Background: an optimization exercise with open tools, aiming at small area, a short achievable clock period and few clock cycles per item. Do not read the settings as production practice.
In this exercise RTL edits were held to simulation tests only and were not proved equivalent to the original.
Power is estimated from default activity; no workload was simulated.

==> flow/design.v (excerpt) <==
module stripe_parity (
    input  wire         clk,
    input  wire         rst,
    input  wire         in_valid,
    output wire         in_ready,
    input  wire [127:0] in_data,
    input  wire         in_last,
    output reg          out_valid,
    input  wire         out_ready,
    output wire [127:0] out_p0,
    output wire [127:0] out_p1,
    output wire [127:0] out_p2
);
    localparam NU = 58;
    localparam [NU-1:0] MU_0 = 58'h3813320604cc88f;
    localparam [31:0] NXT_0 = 32'hfe7ff54c;
    localparam [31:0] NXT_1 = 32'hfd15150f;
    localparam [31:0] NXT_2 = 32'h009d0eb3;
    localparam [31:0] NXT_3 = 32'hfc196bfc;
    localparam [31:0] NXT_4 = 32'h00b17edc;
    localparam [31:0] NXT_5 = 32'hfe07132d;
    localparam [31:0] NXT_6 = 32'h009ef88a;
    localparam [31:0] NXT_7 = 32'h0372a5f5;
    localparam [31:0] NXT_8 = 32'hfe67b0fa;
    localparam [31:0] NXT_9 = 32'h03efab46;
    localparam [31:0] NXT_10 = 32'hff6bce09;
    localparam [31:0] NXT_11 = 32'hfee10dc6;
    localparam [31:0] NXT_12 = 32'hfef94870;
    localparam [31:0] NXT_13 = 32'h037153cc;
    localparam [31:0] NXT_14 = 32'hfd75b6d8;
    localparam [31:0] NXT_15 = 32'h00e61eeb;
    localparam [31:0] NXT_16 = 32'h00fe5b5d;
    localparam [31:0] NXT_17 = 32'h002f8656;
    localparam [31:0] NXT_18 = 32'hfdc4c804;
    localparam [31:0] NXT_19 = 32'h00576037;
    localparam [31:0] NXT_20 = 32'h016cdd24;
    localparam [31:0] NXT_21 = 32'hff44485f;
    localparam [31:0] NXT_22 = 32'h02af060d;
    localparam [31:0] NXT_23 = 32'h03c02d10;
    localparam [31:0] NXT_24 = 32'h021d8ee8;
    localparam [31:0] NXT_25 = 32'hfc351b93;
    localparam [31:0] NXT_26 = 32'hff959554;
    localparam [31:0] NXT_27 = 32'h033e764d;
    localparam [31:0] NXT_28 = 32'h02e3d5b5;
    localparam [31:0] NXT_29 = 32'h031ba505;
    localparam [31:0] NXT_30 = 32'h011005dc;
    localparam [31:0] NXT_31 = 32'hff6ed0f5;
    localparam [31:0] NXT_32 = 32'hfc7f5d26;
    localparam [31:0] NXT_33 = 32'hff6d3709;
  ...
Size: roughly 6,600 cells after synthesis, ~500 flip-flops, about 520 I/O pins, ~45,000 µm² of cells after synthesis.
clock: 4.0 ns
lec_check: 0
cap_margin: 20
core_margin: 2
core_utilization: 70
slew_margin: 20
standard.sh (not shown) runs the stock make flow with config.mk's settings and CLKGATE_MAP_FILE= SYNTH_SCRIPT=/design/flow/synth_recipe.tcl, a recipe that flattens the netlist after the stock synthesis.
==> flow/flow/run.sh <==
#!/bin/bash
# Standard layout, with plain buffers on the ports, a shallow clock tree of
# large leaf clusters and no dummy clock loads, and timing repair aimed below
# the clock period. make's output goes to standard.log; each ORFS step keeps
# its own log under orfs/logs/.
bash standard.sh \
    BUFFER_PORTS_ARGS="-buffer_cell sky130_fd_sc_hd__buf_2" \
    SETUP_SLACK_MARGIN=2.0 \
    CTS_ARGS="-sink_clustering_enable -repair_clock_nets -dont_use_dummy_load -buf_list sky130_fd_sc_hd__clkbuf_16 -sink_clustering_size 20 -sink_clustering_max_diameter 120" \
    finish > standard.log 2>&1
Testbench counts at the start, summed over its fixed seeds: cycles 25,705, items 25,697.
Change:
--- a/flow/flow/run.sh
+++ b/flow/flow/run.sh
@@ -6,5 +6,5 @@
 bash standard.sh \
     BUFFER_PORTS_ARGS="-buffer_cell sky130_fd_sc_hd__buf_2" \
-    SETUP_SLACK_MARGIN=2.0 \
+    SETUP_SLACK_MARGIN=1.95 \
     CTS_ARGS="-sink_clustering_enable -repair_clock_nets -dont_use_dummy_load -buf_list sky130_fd_sc_hd__clkbuf_16 -sink_clustering_size 20 -sink_clustering_max_diameter 120" \
     finish > standard.log 2>&1
--- a/flow/config.mk
+++ b/flow/config.mk
@@ -8,4 +8,4 @@
 export CAP_MARGIN = 20
 export CORE_MARGIN = 2
-export CORE_UTILIZATION = 70
+export CORE_UTILIZATION = 50
 export SLEW_MARGIN = 20
After rerunning:
- routed wire length climbs by 7.5%
- design area climbs by about 0.8%
- synthesized area is unchanged
- worst hold slack got worse by 0.0033 ns
- total power climbs by about 0.7%
- non-clock buffer count drops by 9
- first-iteration DRC count drops by 25%
- die area climbs by 39%
- register-to-register slack got worse by 0.06 ns
- utilization drops by 21 points
- clock power climbs by about 4%

==> separate check: timing with driven ports <==
The results above use ideal ports. As a check the final layouts listed here were re-extracted and re-timed, cells and wires unchanged.
Step 1 sets driving cells, clkbuf_16 on the clock port and buf_2 on the other inputs (assumed; they add their load-dependent delay and slew).
Step 2 times the ports against the registers' clock, not the clock port: input delays grow and output delays shrink by t, the midpoint of the rising clock arrivals with the driver on.
a / b / c = no drivers / after step 1 / after step 2; a / b = the first two.
run	t (ns)	setup slack, ns	worst setup path after step 2	worst data-port slew with drivers (ns)
the first run	0.704	1.984 / 1.917 / 1.370	input to register	0.14
the second run	0.720	1.929 / 1.897 / 1.374	input to register	0.14
After both steps setup and hold are still met in every run listed. For the first run, which loses most, drivers alone change the setup slack by -0.067 ns; drivers and shift together by -0.614 ns.
